What follows belongs to an exercise in optimizing a design on an open flow for small area; a production flow would make more cautious choices. In this exercise RTL edits were held to simulation tests only and were not proved equivalent to the original. Power and IR drop assume default switching activity.

==> flow/design.v, too long to show whole: its modules and the start of the top module <==
// module prism_engine: 465 lines
// module prism_mul: 935 lines
module prism_engine (
    input  wire        clk,
    input  wire        rst,
    input  wire        start,
    input  wire        stop,
    input  wire [9:0]  entry,
    input  wire [10:0] len,
    input  wire [15:0] div,
    output reg  [2:0]  state,
    output reg  [3:0]  cause,
    output reg  [2:0]  start_err,
    output wire [9:0]  imem_addr,
    input  wire [31:0] imem_rdata,
    output reg         dmem_re,
    output reg         dmem_we,
    output reg  [7:0]  dmem_addr,
    output reg  [31:0] dmem_wdata,
    input  wire [31:0] dmem_rdata,
    input  wire [63:0] rtime,
    input  wire [7:0]  pin_in,
    output reg  [7:0]  pin_out,
    output reg  [7:0]  pin_oe,
    input  wire        in_valid,
    input  wire [31:0] in_data,
    output wire        in_ready,
    output wire [4:0]  in_level,
    output wire        out_valid,
    output wire [31:0] out_data,
    input  wire        out_ready,
    output wire [4:0]  out_level,
    output reg  [31:0] pub_word,
    output reg  [3:0]  irq
);
  // ...
==> flow/flow/run.sh <==
#!/bin/bash
# Layout flow: the standard flow, with the port buffers made from the
# smallest plain buffer instead of the flow's default delay buffer.
set -o pipefail
export BUFFER_PORTS_ARGS="-buffer_cell sky130_fd_sc_hd__buf_1"
bash standard.sh 2>&1 | tee standard.log
==> flow/standard.sh <==
#!/bin/bash
# synth_recipe.tcl (not shown) runs the flow's synth.tcl, then flattens the netlist and writes it again
# the make line also repeats each setting of config.mk as NAME=value (left out here)
make -C /OpenROAD-flow-scripts/flow DESIGN_CONFIG=/design/flow/config.mk WORK_HOME=/design/flow/orfs CLKGATE_MAP_FILE= SYNTH_SCRIPT=/design/flow/synth_recipe.tcl "${@:-finish}"
==> flow/config.mk <==
export PLATFORM = sky130hd
export DESIGN_NAME = prism_engine
export DESIGN_NICKNAME = prism_engine
export VERILOG_FILES = /design/flow/design.v
export SDC_FILE = /design/flow/constraint.sdc
export NUM_CORES = 4
export LEC_CHECK = 0
export ABC_AREA = 1
export CAP_MARGIN = 20
export CORE_MARGIN = 2
export CORE_UTILIZATION = 45
export CTS_BUF_LIST = sky130_fd_sc_hd__clkbuf_8
export SLEW_MARGIN = 20
==> flow/constraint.sdc <==
create_clock -name core_clock -period 12.0 [get_ports {clk}]
set_input_delay 2.4000 -clock core_clock [delete_from_list [all_inputs] [get_ports {clk}]]
set_output_delay 2.4000 -clock core_clock [all_outputs]
set_load 0.01 [all_outputs]
==> results.txt, run 1 <==
area share of the leading cell type in the synthesized netlist=0.489; area fraction in and, or, nand and nor cells after synthesis=0.155; non-clk buf share=0.0410; ANT nets after route=0; internal power=13,800 uW; # resized after CTS=0; DRC violation count after routing=0; Sink Count=1,525; sequential fraction of total cell area=0.459; mux cell area share after synthesis=0.000713; layout cell share with drive strength beyond 1=0.104; Hold Violations, Final=0; portion of total power attributed to the clock network=0.176; Largest regs=inq x512, outq x512, w x256; synthesized area divided by synthesized cell count=9.78 um2; vias in the first global route=70,174; outcome=timing/DRC/antenna clean; sort of element at the start of the critical path=primary input; maximum number of pins on one net before global-route repair=78; number of H-tree levels=5; adder and majority gate portion of the synthesized area=0.0871; commonest register cell after synthesis=edfxtp_1; RSZ-0062 raised after global routing=false; top metal layer carrying routed signals=met5; hold slack final=0.442 ns; share of power burned in registers=0.232; crit path capture type=primary output; total power divided by cell area=274 nW/um2; largest area contributor in the synthesized netlist=edfxtp_1; area used by sequential logic in the layout=44,500 um2; CTS tree=yes; capture endpoint of the worst hold path=dq[0]$_SDFF_PP1_; met2 wire len=177,000 um; Critical Path RT=9.60 ns; final worst setup slack=0.328 ns; Post-Route Setup TNS=0 ns; top post-synthesis cells by area=edfxtp_1 49%, nand2_1 7.3%, fa_1 4.5%; met1 WL=160,000 um; total iterations of the first detailed-routing run=7; P_clk=4680 uW; fraction of standard cell area in multi-input logic=0.377; most frequent CP cell=nand2_1; Layout clock area frac=0.0521
==> inputs of run 2 (changes only) <==
--- a/flow/config.mk
+++ b/flow/config.mk
@@ -7,7 +7,9 @@
 export LEC_CHECK = 0
 export ABC_AREA = 1
-export CAP_MARGIN = 20
+export CAP_MARGIN = 30
 export CORE_MARGIN = 2
 export CORE_UTILIZATION = 45
 export CTS_BUF_LIST = sky130_fd_sc_hd__clkbuf_8
-export SLEW_MARGIN = 20
+export CTS_CLUSTER_DIAMETER = 80
+export CTS_CLUSTER_SIZE = 14
+export SLEW_MARGIN = 30
==> run 2 against run 1 <==
Compared with the run above: still clean; worst setup slack better by 0.19 ns; maximum frequency up 1.7%; flip-flop and latch count did not move; sequential power hardly changed; largest cell class unchanged; largest power group unchanged; highest routed layer unchanged.
==> results.txt, run 2 <==
detailed router's first-iteration violation count=9,834; routed len/inst=34.5 um; non-filler instance count after layout=11,760; setup skew after layout=0.0840 ns; total power divided by cell area=264 nW/um2 (-3.4%); CTS tree=yes; area used by sequential logic in the layout=44,500 um2 (unchanged); Sink Count=1,525 (unchanged); final core utilization=0.498; GRT Util Overall=0.411; most frequent CP cell=nand2_1; placement row count=160; placed wire-length estimate after detailed placement=296,000 um; synthesized area divided by synthesized cell count=9.78 um2 (unchanged); layout filler cell count=17,569; overall die width=441 um; setup violators final=0; Peak supply drop=0.743 mV; initial core utilization=0.453; wire length of the first global-routing pass=556,000 um; maximum number of pins on one net before global-route repair=78 (unchanged); number of max-slew violations in the final report=0; multi-input combinational cell area=36,600 um2; outcome=timing/DRC/antenna clean; final net count=9,848; initial antenna violation count=54; final worst setup slack=0.523 ns (+0.195 ns); ANT nets after route=0 (unchanged); sort of element at the start of the critical path=primary input; total congestion overflow=0; max-capacitance violation count=0; number of distinct standard cells referenced by the synthesized netlist=88; syn nets=9,482; RSZ-0062 raised after global routing=false; slowest cell delay on critical path=0.58 ns; number of flops mapped to enable cells by yosys=1,400; Rel. slew slack=0.277; clk buf depth=3; number of I/O port buffers=367; post-synthesis sequential element count=1,525; category of the most critical setup path=primary input to primary output; class of the worst hold path=register to register; Final min period=11.48 ns; sum of routed wire length over all layers=406,000 um; DRC violation count after routing=0 (unchanged); clock buffers created by TritonCTS=138; average via count per standard cell=6.30; number of instances in the synthesized netlist=8,788; largest area contributor in the synthesized netlist=edfxtp_1; commonest register cell after synthesis=edfxtp_1; sequential element share of the synthesized area=0.518; upper clock frequency limit=87.1 MHz; vias=74,128; top post-synthesis cells by area=edfxtp_1 49%, nand2_1 7.3%, fa_1 4.5%; Critical Path RT=9.60 ns (about the same); total iterations of the first detailed-routing run=8 (+1); most used cells in the layout excluding fill and tap cells=1,663 x nand2_1, 1,400 x edfxtp_1, 941 x inv_1; Post-Route Setup TNS=0 ns (unchanged); height of the die=441 um; post-synthesis cell area=86,000 um2; maximum fanout count along the critical path=17; placer's final routability congestion estimate=1.09; Critical Path AT=9.08 ns; Largest regs=inq x512, outq x512, w x256; share of synthesized flip-flops with an asynchronous set or reset=0; overall die area=195,000 um2; list of most frequent post-synthesis cells=1,666 x nand2_1, 1,400 x edfxtp_1, 896 x inv_1; number of H-tree levels=4 (-1); vias in the first global route=68,838 (-1.9%); number of placed instances, taps included=11,523; pre-CTS setup slack=-0.274 ns; area share of the leading cell type in the synthesized netlist=0.489 (unchanged); post-CTS clock slew at the launch and capture registers of the worst setup and hold paths=0.09 ns; Leak=0.0364 uW; growth of design area from synthesis to finish=9.97%; Hold Violations, Final=0 (unchanged); library cell contributing the largest single delay on the critical path=nand3_2; Period Utilization, post-route=0.956; layout cell share with drive strength beyond 1=0.0900 (-0.0140); Synth Warn #=2; number of placed I/O pins=369; crit path capture type=primary output; clock network latency to the later pin of the worst-skew pair=1.00 ns; slew at the pin closest to its max-slew limit=1.08 ns; most common cell in the netlist=nand2_1; area of the placeable core=190,000 um2; CTS root buffer=clkbuf_8; most common library cell in the layout ignoring fill and taps=nand2_1
[run 2: cell counts after synthesis]
Identical to the previous run, type by type.
[run 2: path summary, 6_finish.rpt]
check                     start                to  slack, ns  depth (start not counted)
min reg2reg    dq[0]$_SDFF_PP1_  dq[0]$_SDFF_PP1_       0.45                          1
min            dq[0]$_SDFF_PP1_  dq[0]$_SDFF_PP1_       0.45                          1
max              imem_rdata[31]           dmem_re       0.52                         34
max reg2reg  tk[0]$_SDFFE_PP0P_   fz$_SDFFE_PP0P_       2.39                         35
[run 2: what timing repair did]
item / CTS / global route
endpoints found under the setup margin: 0 / 2
setup buffers: 0 / 2
hold buffers: 0 / 0
resized for setup: 0 / 2
[run 2: report_power, final]
group | switching (uW) | leakage [uW] | internal (uW) | total (uW)
sequential | 98.2 | 0.0140 | 6040 | 6130
clock | 1900 | 0.00144 | 1150 | 3050
combinational | 10500 | 0.0210 | 5330 | 15800
[run 2: cell families (layout without fill, tap and decap cells)]
family                     count (synthesis)  count (layout)  share of synthesized area
and+or+nand+nor                         3103            3103                      0.155
AOI/OAI and AO/OA                       1971            1971                      0.148
DFF                                     1525            1525                      0.518
buffers and inverters                   1448            1893                     0.0658
adders and majority gates                483             483                     0.0871
xor gates and xnor gates                 251             251                     0.0256
muxes                                      6               6                   0.000713
other                                      1              17                  0.0000436
[run 2: per-layer routing]
metal,up-vias,global-route usage,share of wire
li1,31790,-,-
met4,68,0.242,0.070
met1,36822,0.541,0.39
met5,-,0,0.0011
met2,4461,0.611,0.43
met3,987,0.106,0.10
[run 2: layout make-up]
type,instances,share of cell area
flip-flops and latches,1525,0.471
multi-input cells,5815,0.387
repair buffers,705,0.0428
inverters,969,0.0386
well taps,2511,0.0332
clock buffers,140,0.0204
clock inverters,79,0.00598
diodes,16,0.000423
[run 2: critical path: cells and delay by family]
family / cells / cell delay, ns
simple gates: 12 / 2.12
buf+inv: 9 / 1.63
xor+xnor: 1 / 0.26
compound gates: 10 / 1.94
fa+ha+maj: 2 / 0.68
[run 2: stage by stage]
stage	hold slack [ns]	power (uW)	instance area, um2
2_1_floorplan	0.395	14100	86000
3_3_place_gp	0.420	21600	91800
3_5_place_dp	0.428	21500	92000
4_1_cts	0.450	24600	94500
5_1_grt	0.456	26100	94500
6_report	0.452	25000	94600
==> inputs of run 3 (changes only) <==
--- a/flow/config.mk
+++ b/flow/config.mk
@@ -9,5 +9,5 @@
 export CAP_MARGIN = 30
 export CORE_MARGIN = 2
-export CORE_UTILIZATION = 45
+export CORE_UTILIZATION = 55
 export CTS_BUF_LIST = sky130_fd_sc_hd__clkbuf_8
 export CTS_CLUSTER_DIAMETER = 80
==> run 3 against run 2 <==
Compared with the run above: still clean; largest cell class unchanged; maximum frequency down 1.1%; final area down 1.0%; synthesized area unchanged.
==> results.txt, run 3 <==
outcome=timing/DRC/antenna clean; detailed router's first-iteration violation count=13,033 (+33%); Hold Startpoint=dq[0]$_SDFF_PP1_; maximum fanout count along the critical path=18 (+1); Worst R2R Path Depth=31 (-11%); Sink Count=1,525 (unchanged); commonest register cell after synthesis=edfxtp_1; most common library cell in the layout ignoring fill and taps=nand2_1; Synth Warn #=2 (unchanged); area of the placeable core=156,000 um2 (-18%); top post-synthesis cells by area=edfxtp_1 49%, nand2_1 7.3%, fa_1 4.5%; hold buffers post-CTS=0 (unchanged); r2r endpoint=fz$_SDFFE_PP0P_; largest area contributor in the synthesized netlist=edfxtp_1; crit path capture type=primary output; Peak supply drop=0.813 mV (+9.4%); share of synthesized flip-flops with an asynchronous set or reset=0 (unchanged); wire length of the first global-routing pass=525,000 um (-5.6%); sum of routed wire length over all layers=384,000 um (-5.2%); placer's final routability congestion estimate=1.14 (+4.3%); most common cell in the netlist=nand2_1; worst setup path start=imem_rdata[27]; number of max-slew violations in the final report=0 (unchanged); synthesized area divided by synthesized cell count=9.78 um2 (unchanged); total congestion overflow=0 (unchanged); maximum number of pins on one net before global-route repair=79 (+1.3%); height of the die=399 um (-9.5%); max-capacitance violation count=0 (unchanged); sort of element at the start of the critical path=primary input; pre-CTS setup slack=0.233 ns (+0.507 ns); initial core utilization=0.552 (+0.0998); GRT Util Overall=0.471 (+0.0607); busiest metal layer after global routing=met2; slowest cell delay on critical path=0.67 ns (+0.09 ns); post-synthesis cell area=86,000 um2 (unchanged); growth of design area from synthesis to finish=8.83%; total power divided by cell area=283 nW/um2 (+7.1%); area used by sequential logic in the layout=44,500 um2 (about the same); vias=76,301 (+2.9%); overall die area=160,000 um2 (-18%); slew at the pin closest to its max-slew limit=1.22 ns (+0.139 ns); post-CTS clock slew at the launch and capture registers of the worst setup and hold paths=0.09 ns (about the same); Hold Violations, Final=0 (unchanged); list of most frequent post-synthesis cells=1,666 x nand2_1, 1,400 x edfxtp_1, 896 x inv_1; DRC violation count after routing=0 (unchanged); area share of the leading cell type in the synthesized netlist=0.489 (unchanged); placed wire-length estimate after detailed placement=279,000 um (-5.9%); Critical Path AT=9.20 ns (+0.12 ns); clk buf depth=3 (unchanged); Rel. slew slack=0.180 (-0.0964); number of buffers added for setup after CTS=0 (unchanged); Largest regs=inq x512, outq x512, w x256; setup skew after layout=0.0964 ns (+0.0124 ns); post-synthesis sequential element count=1,525 (unchanged); hold slack final=0.457 ns (+0.00499 ns); Critical Path RT=9.60 ns (about the same); number of distinct standard cells referenced by the synthesized netlist=88 (unchanged); GR Util met1=0.626 (+0.0852); met2 usage=0.651 (+0.0402); total iterations of the first detailed-routing run=9 (+1); layout cell share with drive strength beyond 1=0.0864 (-0.00357); ANT nets after route=0 (unchanged); multi-input combinational cell area=36,600 um2 (-0.14%); overall die width=399 um (-9.5%); average via count per standard cell=6.77 (+7.5%); Leak=0.0361 uW (-0.78%); upper clock frequency limit=86.2 MHz (-1.1%); met3 GRT Util=0.193 (+0.0869); startpoint of the most critical register-to-register path=tk[0]$_SDFFE_PP0P_; # resized after CTS=0 (unchanged); number of flops mapped to enable cells by yosys=1,400 (unchanged); Post-Route Setup TNS=0 ns (unchanged); CTS root buffer=clkbuf_8; number of I/O port buffers=367 (unchanged); placement row count=145 (-9.4%); syn nets=9,482 (unchanged); vias in the first global route=69,691 (+1.2%); sequential element share of the synthesized area=0.518 (unchanged); most frequent CP cell=nand2_1; initial antenna violation count=34 (-37%); Reg2Reg Setup Slack=2.53 ns (+0.14 ns); number of placed I/O pins=369 (unchanged); final net count=9,814 (-0.35%); most used cells in the layout excluding fill and tap cells=1,664 x nand2_1, 1,400 x edfxtp_1, 925 x inv_1; clock network latency to the later pin of the worst-skew pair=0.99 ns (about the same); number of instances in the synthesized netlist=8,788 (unchanged); number of H-tree levels=4 (unchanged); Period Utilization, post-route=0.967 (+0.0103); class of the worst hold path=register to register; setup violators final=0 (unchanged); final core utilization=0.601 (+0.103); clock buffers created by TritonCTS=135 (-2.2%); routed len/inst=34.1 um (-1.1%); layout filler cell count=12,932 (-26%); final worst setup slack=0.400 ns (-0.123 ns); CTS tree=yes; RSZ-0062 raised after global routing=false; capture point of the worst path=dmem_re; library cell contributing the largest single delay on the critical path=o41ai_4; Final min period=11.60 ns (+0.123 ns); category of the most critical setup path=primary input to primary output
## run 3: cell counts after synthesis
No cell type changed its count.
## run 3: cells by family (layout without fill, tap and decap cells)
kind of cell | Yosys count | after routing | synth area share
adder cells (fa/ha/maj) | 483 | 483 | 0.0871
other | 1 | 21 | 0.0000436
AO/OA/AOI/OAI | 1971 | 1971 | 0.148
flip-flops | 1525 | 1525 | 0.518
XOR/XNOR | 251 | 251 | 0.0256
multiplexers | 6 | 6 | 0.000713
buffers and inverters | 1448 | 1846 | 0.0658
AND/OR/NAND/NOR | 3103 | 3103 | 0.155
## run 3: area by class of cell
class	count	share of cell area
antenna	20	0.000535
clock buffer	137	0.0202
clock inverter	66	0.00554
inverter	969	0.0390
multi-input combinational	5815	0.391
sequential	1525	0.476
tap	2058	0.0275
timing repair buffer	674	0.0402
## run 3: worst max-delay path: cells and delay by family
kind	cells	cell delay, ns
and+or+nand+nor	11	2.36
AOI/OAI and AO/OA	10	2.20
buffers and inverters	7	1.28
adders and majority gates	2	0.67
xor gates and xnor gates	1	0.24
## run 3: how the worst min path moves through the flow
stage,endpoint,slack (ns),cells past startpoint
floorplan,dq[0]$_SDFF_PP1_,0.40,1
finish,dq[0]$_SDFF_PP1_,0.46,1
global route,dq[0]$_SDFF_PP1_,0.49,1
detailed placement,dq[0]$_SDFF_PP1_,0.44,1
global placement,dq[0]$_SDFF_PP1_,0.44,1
CTS,dq[0]$_SDFF_PP1_,0.46,1
## run 3: stage by stage
step,std cells,cell area [um2],total power [uW]
detailed placement,11039,91100,22500
floorplan,8788,86000,14100
finish,11264,93600,26500
CTS,11242,93500,25500
global route,11247,93500,27300
global placement,11037,91000,22600
## run 3: per-layer routing
metal | routed length [um] | vias up
met5 | 212 | -
met4 | 27000 | 34
met3 | 61300 | 1216
met2 | 154000 | 6417
met1 | 141000 | 36929
li1 | - | 31705
## run 3: power by group
part / switching [uW] / leakage, uW / total [uW] / internal [uW]
registers: 97.6 / 0.0140 / 6140 / 6040
clock network: 1850 / 0.00135 / 2980 / 1130
logic: 11800 / 0.0208 / 17400 / 5590
total: 13700 / 0.0361 / 26500 / 12800
==> inputs of run 4 (changes only) <==
--- a/flow/config.mk
+++ b/flow/config.mk
@@ -9,5 +9,5 @@
 export CAP_MARGIN = 30
 export CORE_MARGIN = 2
-export CORE_UTILIZATION = 55
+export CORE_UTILIZATION = 50
 export CTS_BUF_LIST = sky130_fd_sc_hd__clkbuf_8
 export CTS_CLUSTER_DIAMETER = 80
==> run 4 against run 3 <==
Compared with the run above: clock power about the same; non-clock buffer count up 13; die area up 9.9%; register-to-register slack better by 0.32 ns; critical path depth stayed put; combinational power shrank 21%; still clean on timing, DRC and antenna; highest routed layer unchanged; global-route usage is 3.6 points lower; sequential power about the same.
==> results.txt, run 4 <==
outcome=timing/DRC/antenna clean; number of I/O port buffers=367 (unchanged); Peak supply drop=0.737 mV (-9.4%); setup violators final=0 (unchanged); vias=74,679 (-2.1%); slew at the pin closest to its max-slew limit=1.18 ns (-0.0400 ns); Largest regs=inq x512, outq x512, w x256; most common library cell in the layout ignoring fill and taps=nand2_1; overall die width=419 um (+4.8%); number of max-slew violations in the final report=0 (unchanged); post-synthesis sequential element count=1,525 (unchanged); sum of routed wire length over all layers=390,000 um (+1.4%); library cell contributing the largest single delay on the critical path=o41ai_4; total congestion overflow=0 (unchanged); number of instances in the synthesized netlist=8,788 (unchanged); overall die area=175,000 um2 (+9.9%); class of the worst hold path=register to register; top metal layer carrying routed signals=met5; syn nets=9,482 (unchanged); number of placed instances, taps included=11,225 (+1.7%); Reg2Reg Setup Slack=2.85 ns (+0.32 ns); Critical Path AT=9.29 ns (+0.09 ns); combinational family with the most area after synthesis=simple AND/OR/NAND/NOR gates; area of the placeable core=171,000 um2 (+10%); Post-Route Setup TNS=0 ns (unchanged); share of the synthesized area in compound gates (AO/OA/AOI/OAI)=0.148 (unchanged); Synth Warn #=2 (unchanged); startpoint of the most critical register-to-register path=tk[0]$_SDFFE_PP0P_; number of flops mapped to enable cells by yosys=1,400 (unchanged); routed len/inst=34.1 um (-0.17%); cell area after placement=91,400 um2 (+0.41%); number of buffers added for setup after CTS=0 (unchanged); placer's final routability congestion estimate=1.13 (-0.61%); CTS root buffer=clkbuf_8; synthesized area divided by synthesized cell count=9.78 um2 (unchanged); XOR/XNOR Fraction of Synth Area=0.0256 (unchanged); crit path capture type=primary output; post-CTS clock slew at the launch and capture registers of the worst setup and hold paths=0.09 ns (about the same); height of the die=419 um (+4.8%); non-filler instance count after layout=11,440 (+1.6%); ANT nets after route=0 (unchanged); Hold Violations, Final=0 (unchanged); adder and majority gate portion of the synthesized area=0.0871 (unchanged); total iterations of the first detailed-routing run=9 (unchanged); area fraction in and, or, nand and nor cells after synthesis=0.155 (unchanged); largest area contributor in the synthesized netlist=edfxtp_1; # resized after CTS=0 (unchanged); growth of design area from synthesis to finish=9.21%; number of placed I/O pins=369 (unchanged); initial core utilization=0.502 (-0.0500); total power divided by cell area=243 nW/um2 (-14%); clock network latency to the later pin of the worst-skew pair=1.01 ns (+0.02 ns); setup skew after layout=0.0728 ns (-0.0236 ns); category of the most critical setup path=primary input to primary output; max-capacitance violation count=0 (unchanged); average via count per standard cell=6.53 (-3.6%); RSZ-0062 raised after global routing=false; top post-synthesis cells by area=edfxtp_1 49%, nand2_1 7.3%, fa_1 4.5%; Leak=0.0362 uW (about the same); clk buf depth=3 (unchanged); capture endpoint of the worst hold path=dq[0]$_SDFF_PP1_; Hold Startpoint=dq[0]$_SDFF_PP1_; upper clock frequency limit=85.5 MHz (-0.80%); number of H-tree levels=4 (unchanged); final net count=9,828 (+0.14%); final core utilization=0.549 (-0.0525); detailed router's first-iteration violation count=11,506 (-12%); Post-Layout Inst Area=93,900 um2 (+0.35%); initial antenna violation count=33 (-2.9%); placed wire-length estimate after detailed placement=281,000 um (+0.64%); Final min period=11.69 ns (+0.0933 ns); Period Utilization, post-route=0.974 (+0.00777); slowest cell delay on critical path=0.66 ns (about the same); GRT Util Overall=0.436 (-0.0356); WHS Path Cells=1 (unchanged); Sink Count=1,525 (unchanged); list of most frequent post-synthesis cells=1,666 x nand2_1, 1,400 x edfxtp_1, 896 x inv_1; mux cell area share after synthesis=0.000713 (unchanged); hold buffers post-CTS=0 (unchanged); DRC violation count after routing=0 (unchanged); final worst setup slack=0.307 ns (-0.0933 ns); r2r endpoint=fz$_SDFFE_PP0P_; sequential element share of the synthesized area=0.518 (unchanged); most common cell in the netlist=nand2_1; Rel. slew slack=0.208 (+0.0278); maximum number of pins on one net before global-route repair=69 (-13%); Critical Path RT=9.60 ns (about the same); clock buffers created by TritonCTS=136 (+0.74%); commonest register cell after synthesis=edfxtp_1; met1 WL=145,000 um (+2.2%); Worst R2R Path Depth=35 (+13%); share of synthesized flip-flops with an asynchronous set or reset=0 (unchanged); vias in the first global route=69,246 (-0.64%); pre-CTS setup slack=0.443 ns (+0.210 ns); area share of the leading cell type in the synthesized netlist=0.489 (unchanged); maximum fanout count along the critical path=20 (+2); placement row count=152 (+4.8%); CTS tree=yes; met2 wire len=168,000 um (+8.6%); layout cell share with drive strength beyond 1=0.0875 (+0.00103); most used cells in the layout excluding fill and tap cells=1,664 x nand2_1, 1,400 x edfxtp_1, 917 x inv_1; most frequent CP cell=nand2_1; sort of element at the start of the critical path=primary input; detailed route wirelength on metal3=45,200 um (-26%); post-synthesis cell area=86,000 um2 (unchanged); number of distinct standard cells referenced by the synthesized netlist=88 (unchanged); wire length of the first global-routing pass=535,000 um (+2.0%)
-- run 4: per-layer routing --
metal	vias up	global-route usage
li1	31709	-
met1	36492	0.558
met2	5266	0.647
met3	1188	0.118
met4	24	0.294
met5	-	0
-- run 4: where the power goes --
group	leakage, uW	switching [uW]	internal [uW]	total (uW)
clock network	0.00128	1830	1120	2950
logic	0.0209	8890	4860	13700
registers	0.0140	95.8	6040	6130
-- run 4: per-stage QoR --
stage / hold slack, ns / total power (uW)
finish: 0.448 / 22800
global route: 0.474 / 24000
CTS: 0.458 / 22500
detailed placement: 0.430 / 19600
global placement: 0.435 / 19400
floorplan: 0.395 / 14100
-- run 4: layout make-up --
| class | instances | area (um2) |
|---|---|---|
| Fill cell | 15336 | 77300 |
| Sequential cell | 1525 | 44500 |
| Multi-Input combinational cell | 5815 | 36600 |
| Timing Repair Buffer | 687 | 3960 |
| Inverter | 969 | 3650 |
| Tap cell | 2233 | 2790 |
| Clock buffer | 138 | 1900 |
| Clock inverter | 58 | 449 |
| Antenna cell | 15 | 37.5 |
-- run 4: how the worst max path moves through the flow --
stage	slack, ns	to	cells after the start	start
final	0.31	dmem_re	31	imem_rdata[31]
after CTS	0.63	dmem_re	31	imem_rdata[31]
after detailed placement	0.44	fz$_SDFFE_PP0P_	39	imem_rdata[31]
after global routing	0.16	dmem_re	31	imem_rdata[31]
after floorplan	2.41	fz$_SDFFE_PP0P_	45	imem_rdata[30]
after global placement	0.67	fz$_SDFFE_PP0P_	41	imem_rdata[31]
-- run 4: logic make-up after synthesis --
logic type	after synthesis
AOI/OAI and AO/OA	1971
xor gates and xnor gates	251
adders and majority gates	483
buffers and inverters	1448
DFF	1525
muxes	6
other	1
and+or+nand+nor	3103
-- run 4: critical path, delay by kind of cell --
family / cells / cell delay, ns
XOR/XNOR: 1 / 0.25
AO/OA/AOI/OAI: 11 / 2.77
buffers and inverters: 4 / 0.81
AND/OR/NAND/NOR: 13 / 2.30
adder cells (fa/ha/maj): 2 / 0.73
==> inputs of run 5 (changes only) <==
==> flow/flow/run.sh (replaced) <==
#!/bin/bash
# Layout flow: the standard flow, with the port buffers made from the
# smallest plain buffer instead of the flow's default delay buffer, and
# cells on paths with slack to spare sized down after global routing.
set -o pipefail
export BUFFER_PORTS_ARGS="-buffer_cell sky130_fd_sc_hd__buf_1"
export RECOVER_POWER=100
bash standard.sh 2>&1 | tee standard.log
--- a/flow/config.mk
+++ b/flow/config.mk
@@ -7,9 +7,9 @@
 export LEC_CHECK = 0
 export ABC_AREA = 1
-export CAP_MARGIN = 30
+export CAP_MARGIN = 20
 export CORE_MARGIN = 2
-export CORE_UTILIZATION = 50
+export CORE_UTILIZATION = 45
 export CTS_BUF_LIST = sky130_fd_sc_hd__clkbuf_8
 export CTS_CLUSTER_DIAMETER = 80
 export CTS_CLUSTER_SIZE = 14
-export SLEW_MARGIN = 30
+export SLEW_MARGIN = 20
==> run 5 against run 4 <==
Compared with the run above: now fails the layout checks on capacitance limit, slew limit, setup timing; first-iteration DRC count is 13% lower; critical path depth is 10 lower; die area is 11% higher; clock skew is 0.012 ns higher; via count is 0.63% lower; routed wire length is 4.3% higher; synthesized cell count stayed put; worst hold slack better by 0.0025 ns; combinational power is about 10% higher; flip-flop and latch count stayed put; core utilization is 5.6 points lower; global-route usage is 2.5 points lower; critical endpoint unchanged.
==> results.txt, run 5 <==
# resized after CTS=0 (unchanged); number of H-tree levels=4 (unchanged); Hold Startpoint=dq[0]$_SDFF_PP1_; number of instances in the synthesized netlist=8,788 (unchanged); number of buffers added for setup after CTS=0 (unchanged); class of the worst hold path=register to register; hold buffers post-CTS=0 (unchanged); DRC violation count after routing=0 (unchanged); r2r endpoint=fz$_SDFFE_PP0P_; Hold Violations, Final=0 (unchanged); number of distinct standard cells referenced by the synthesized netlist=88 (unchanged); list of most frequent post-synthesis cells=1,666 x nand2_1, 1,400 x edfxtp_1, 896 x inv_1; Worst R2R Path Depth=34 (-2.9%); multi-input combinational cell area=36,300 um2 (-0.82%); most used cells in the layout excluding fill and tap cells=1,664 x nand2_1, 1,400 x edfxtp_1, 949 x inv_1; post-CTS clock slew at the launch and capture registers of the worst setup and hold paths=0.09 ns (about the same); number of I/O port buffers=367 (unchanged); vias in the first global route=68,734 (-0.74%); ANT nets after route=0 (unchanged); combinational family with the most area after synthesis=simple AND/OR/NAND/NOR gates; syn nets=9,482 (unchanged); average via count per standard cell=6.31 (-3.3%); Final min period=12.04 ns (+0.351 ns); initial antenna violation count=49 (+48%); commonest register cell after synthesis=edfxtp_1; Leak=0.0359 uW (-0.86%); initial core utilization=0.453 (-0.0498); CTS tree=yes; sum of routed wire length over all layers=407,000 um (+4.3%); setup skew after layout=0.0845 ns (+0.0117 ns); routed len/inst=34.6 um (+1.5%); number of flops mapped to enable cells by yosys=1,400 (unchanged); final worst setup slack=-0.0444 ns (-0.351 ns); number of placed I/O pins=369 (unchanged); post-synthesis cell area=86,000 um2 (unchanged); mux cell area share after synthesis=0.000713 (unchanged); Period Utilization, post-route=1.00 (+0.0293); overall die width=441 um (+5.4%); layout filler cell count=17,906 (+17%); largest area contributor in the synthesized netlist=edfxtp_1; placed wire-length estimate after detailed placement=296,000 um (+5.4%); Post-Layout Inst Area=93,700 um2 (-0.25%); WHS Path Cells=1 (unchanged); Reg2Reg Setup Slack=2.58 ns (-0.27 ns); adder and majority gate portion of the synthesized area=0.0871 (unchanged); height of the die=441 um (+5.4%); GRT Util Overall=0.410 (-0.0253); SO Viols=capacitance limit, slew limit, setup timing; overall die area=195,000 um2 (+11%); category of the most critical setup path=primary input to primary output; outcome=finished with violations; final net count=9,847 (+0.19%); Rel. slew slack=-1.32 (-1.53); total power divided by cell area=260 nW/um2 (+7.0%); upper clock frequency limit=83.0 MHz (-2.9%); most common cell in the netlist=nand2_1; Critical Path AT=9.64 ns (+0.35 ns); max-capacitance violation count=72 (+72); RSZ-0062 raised after global routing=false; cell area after placement=91,800 um2 (+0.43%); growth of design area from synthesis to finish=8.93%; total iterations of the first detailed-routing run=8 (-1); CTS root buffer=clkbuf_8; sequential element share of the synthesized area=0.518 (unchanged); vias=74,205 (-0.63%); share of synthesized flip-flops with an asynchronous set or reset=0 (unchanged); detailed router's first-iteration violation count=9,974 (-13%); most common library cell in the layout ignoring fill and taps=nand2_1; area of the placeable core=190,000 um2 (+11%); Critical Path RT=9.60 ns (about the same); top post-synthesis cells by area=edfxtp_1 49%, nand2_1 7.3%, fa_1 4.5%; capture endpoint of the worst hold path=dq[0]$_SDFF_PP1_; startpoint of the most critical register-to-register path=tk[0]$_SDFFE_PP0P_; clk buf depth=3 (unchanged); placer's final routability congestion estimate=1.09 (-3.5%); slew at the pin closest to its max-slew limit=3.48 ns (+2.30 ns); wire length of the first global-routing pass=555,000 um (+3.7%); Synth Warn #=2 (unchanged); Largest regs=inq x512, outq x512, w x256; crit path capture type=primary output; worst-path cell chain=buf_1 > inv_1 > nor2_4 > inv_2 > nor2_4 > a21oi_1 > nand3_1 > clkbuf_1 > inv_1 > buf_4 > a221oi_1 > nand3_1 > o21ai_0 > clkbuf_1 > nand2_1 > nor3_1 > nand3b_1 > o41ai_4 > nand2_1 > nor3_1 > buf_1; placement row count=160 (+5.3%); area fraction in and, or, nand and nor cells after synthesis=0.155 (unchanged); share of the synthesized area in compound gates (AO/OA/AOI/OAI)=0.148 (unchanged); setup violators final=1 (+1); synthesized area divided by synthesized cell count=9.78 um2 (unchanged); Peak supply drop=0.707 mV (-4.0%); post-synthesis sequential element count=1,525 (unchanged); number of max-slew violations in the final report=1,927 (+1,927); slowest cell delay on critical path=1.71 ns (+1.05 ns); XOR/XNOR Fraction of Synth Area=0.0256 (unchanged); maximum number of pins on one net before global-route repair=78 (+13%); sort of element at the start of the critical path=primary input; layout cell share with drive strength beyond 1=0.0702 (-0.0172); area used by sequential logic in the layout=44,500 um2 (unchanged); clock buffers created by TritonCTS=139 (+2.2%); total congestion overflow=0 (unchanged); hold slack final=0.450 ns (+0.00251 ns); area share of the leading cell type in the synthesized netlist=0.489 (unchanged); library cell contributing the largest single delay on the critical path=clkbuf_1; Sink Count=1,525 (unchanged); maximum fanout count along the critical path=22 (+10%); clock network latency to the later pin of the worst-skew pair=1.02 ns (about the same)
[run 5: cell counts after synthesis]
Identical to the previous run, type by type.
[run 5: routing by layer]
layer | wire length [um] | GRT usage
met3 | 43300 | 0.107
met4 | 28400 | 0.240
met5 | 407 | 0
met2 | 175000 | 0.609
met1 | 159000 | 0.542
[run 5: worst max path at each step]
stage,from,slack (ns),cells after the start,end
3_3_place_gp,imem_rdata[31],-0.16,37,fz$_SDFFE_PP0P_
6_report,imem_rdata[30],-0.04,21,dmem_re
2_1_floorplan,imem_rdata[30],2.41,45,fz$_SDFFE_PP0P_
3_5_place_dp,imem_rdata[31],-0.29,37,fz$_SDFFE_PP0P_
5_1_grt,imem_rdata[29],0.02,42,fz$_SDFFE_PP0P_
4_1_cts,imem_rdata[31],0.33,33,dmem_re
[run 5: area by class of cell]
type	count	share of cell area
tap	2511	0.0335
inverter	969	0.0390
timing repair buffer	703	0.0373
sequential	1525	0.476
multi-input combinational	5815	0.387
clock inverter	75	0.00635
antenna	16	0.000427
clock buffer	140	0.0206
[run 5: logic make-up (layout without fill, tap and decap cells)]
group / after synthesis / in the layout
mux: 6 / 6
simple gates: 3103 / 3103
fa+ha+maj: 483 / 483
buf+inv: 1448 / 1887
compound gates: 1971 / 1971
xor+xnor: 251 / 251
flops: 1525 / 1525
other cells: 1 / 17
[run 5: metrics by stage]
step,TNS (ns),std cells,total power [uW],setup WS (ns),util
3_5_place_dp,-1.55,11521,21500,-0.288,0.483
2_1_floorplan,0,8788,14100,2.41,-
5_1_grt,0,11740,25500,0.0203,0.493
3_3_place_gp,-0.346,11516,21600,-0.157,0.483
6_report,-0.0444,11754,24400,-0.0444,0.493
4_1_cts,0,11736,24600,0.335,0.497
[run 5: critical path: cells and delay by family]
kind,cells,cell delay (ns)
buffers and inverters,8,3.44
AND/OR/NAND/NOR,9,2.20
AO/OA/AOI/OAI,4,1.52
[run 5: power breakdown]
part	total, uW	internal [uW]	switching [uW]
registers	6140	6050	96.4
logic	15100	4800	10300
clock network	3080	1160	1920
total	24400	12000	12400

-- what the ideal ports hide --
The flow's constraints put no driver on any port. The routed layouts listed below were extracted and timed again, unchanged, in two steps.
Step 1 (the two cells are an assumption about what drives the block):
set clk [get_ports {clk}]
set_driving_cell -lib_cell sky130_fd_sc_hd__clkbuf_16 $clk
set_driving_cell -lib_cell sky130_fd_sc_hd__buf_2 [delete_from_list [all_inputs] $clk]
Step 2 also shifts input and output timing later by t, the mid clock arrival at the registers, as if the neighbouring blocks saw the same clock.
Three values: ideal ports, drivers, drivers and shift; two values: the first two.
run	t, ns	slack for setup (ns)	hold slack, ns	worst setup path at the end
run 1	1.111	0.328 / 0.305 / -0.197	0.442 / 0.442 / 0.442	input to register
run 2	1.051	0.523 / 0.503 / -0.343	0.452 / 0.452 / 0.452	input to register
run 3	1.041	0.400 / 0.378 / -0.236	0.457 / 0.457 / 0.457	input to register
run 4	1.071	0.307 / 0.286 / 0.008	0.448 / 0.448 / 0.448	input to register
run 5	1.080	-0.044 / -0.078 / -0.954	0.450 / 0.450 / 0.450	input to register
With both steps, setup timing fails in run 1, run 2 and run 3, where it was met with ideal ports. For run 5, which loses most, drivers alone change the setup slack by -0.034 ns; drivers and shift together by -0.910 ns.
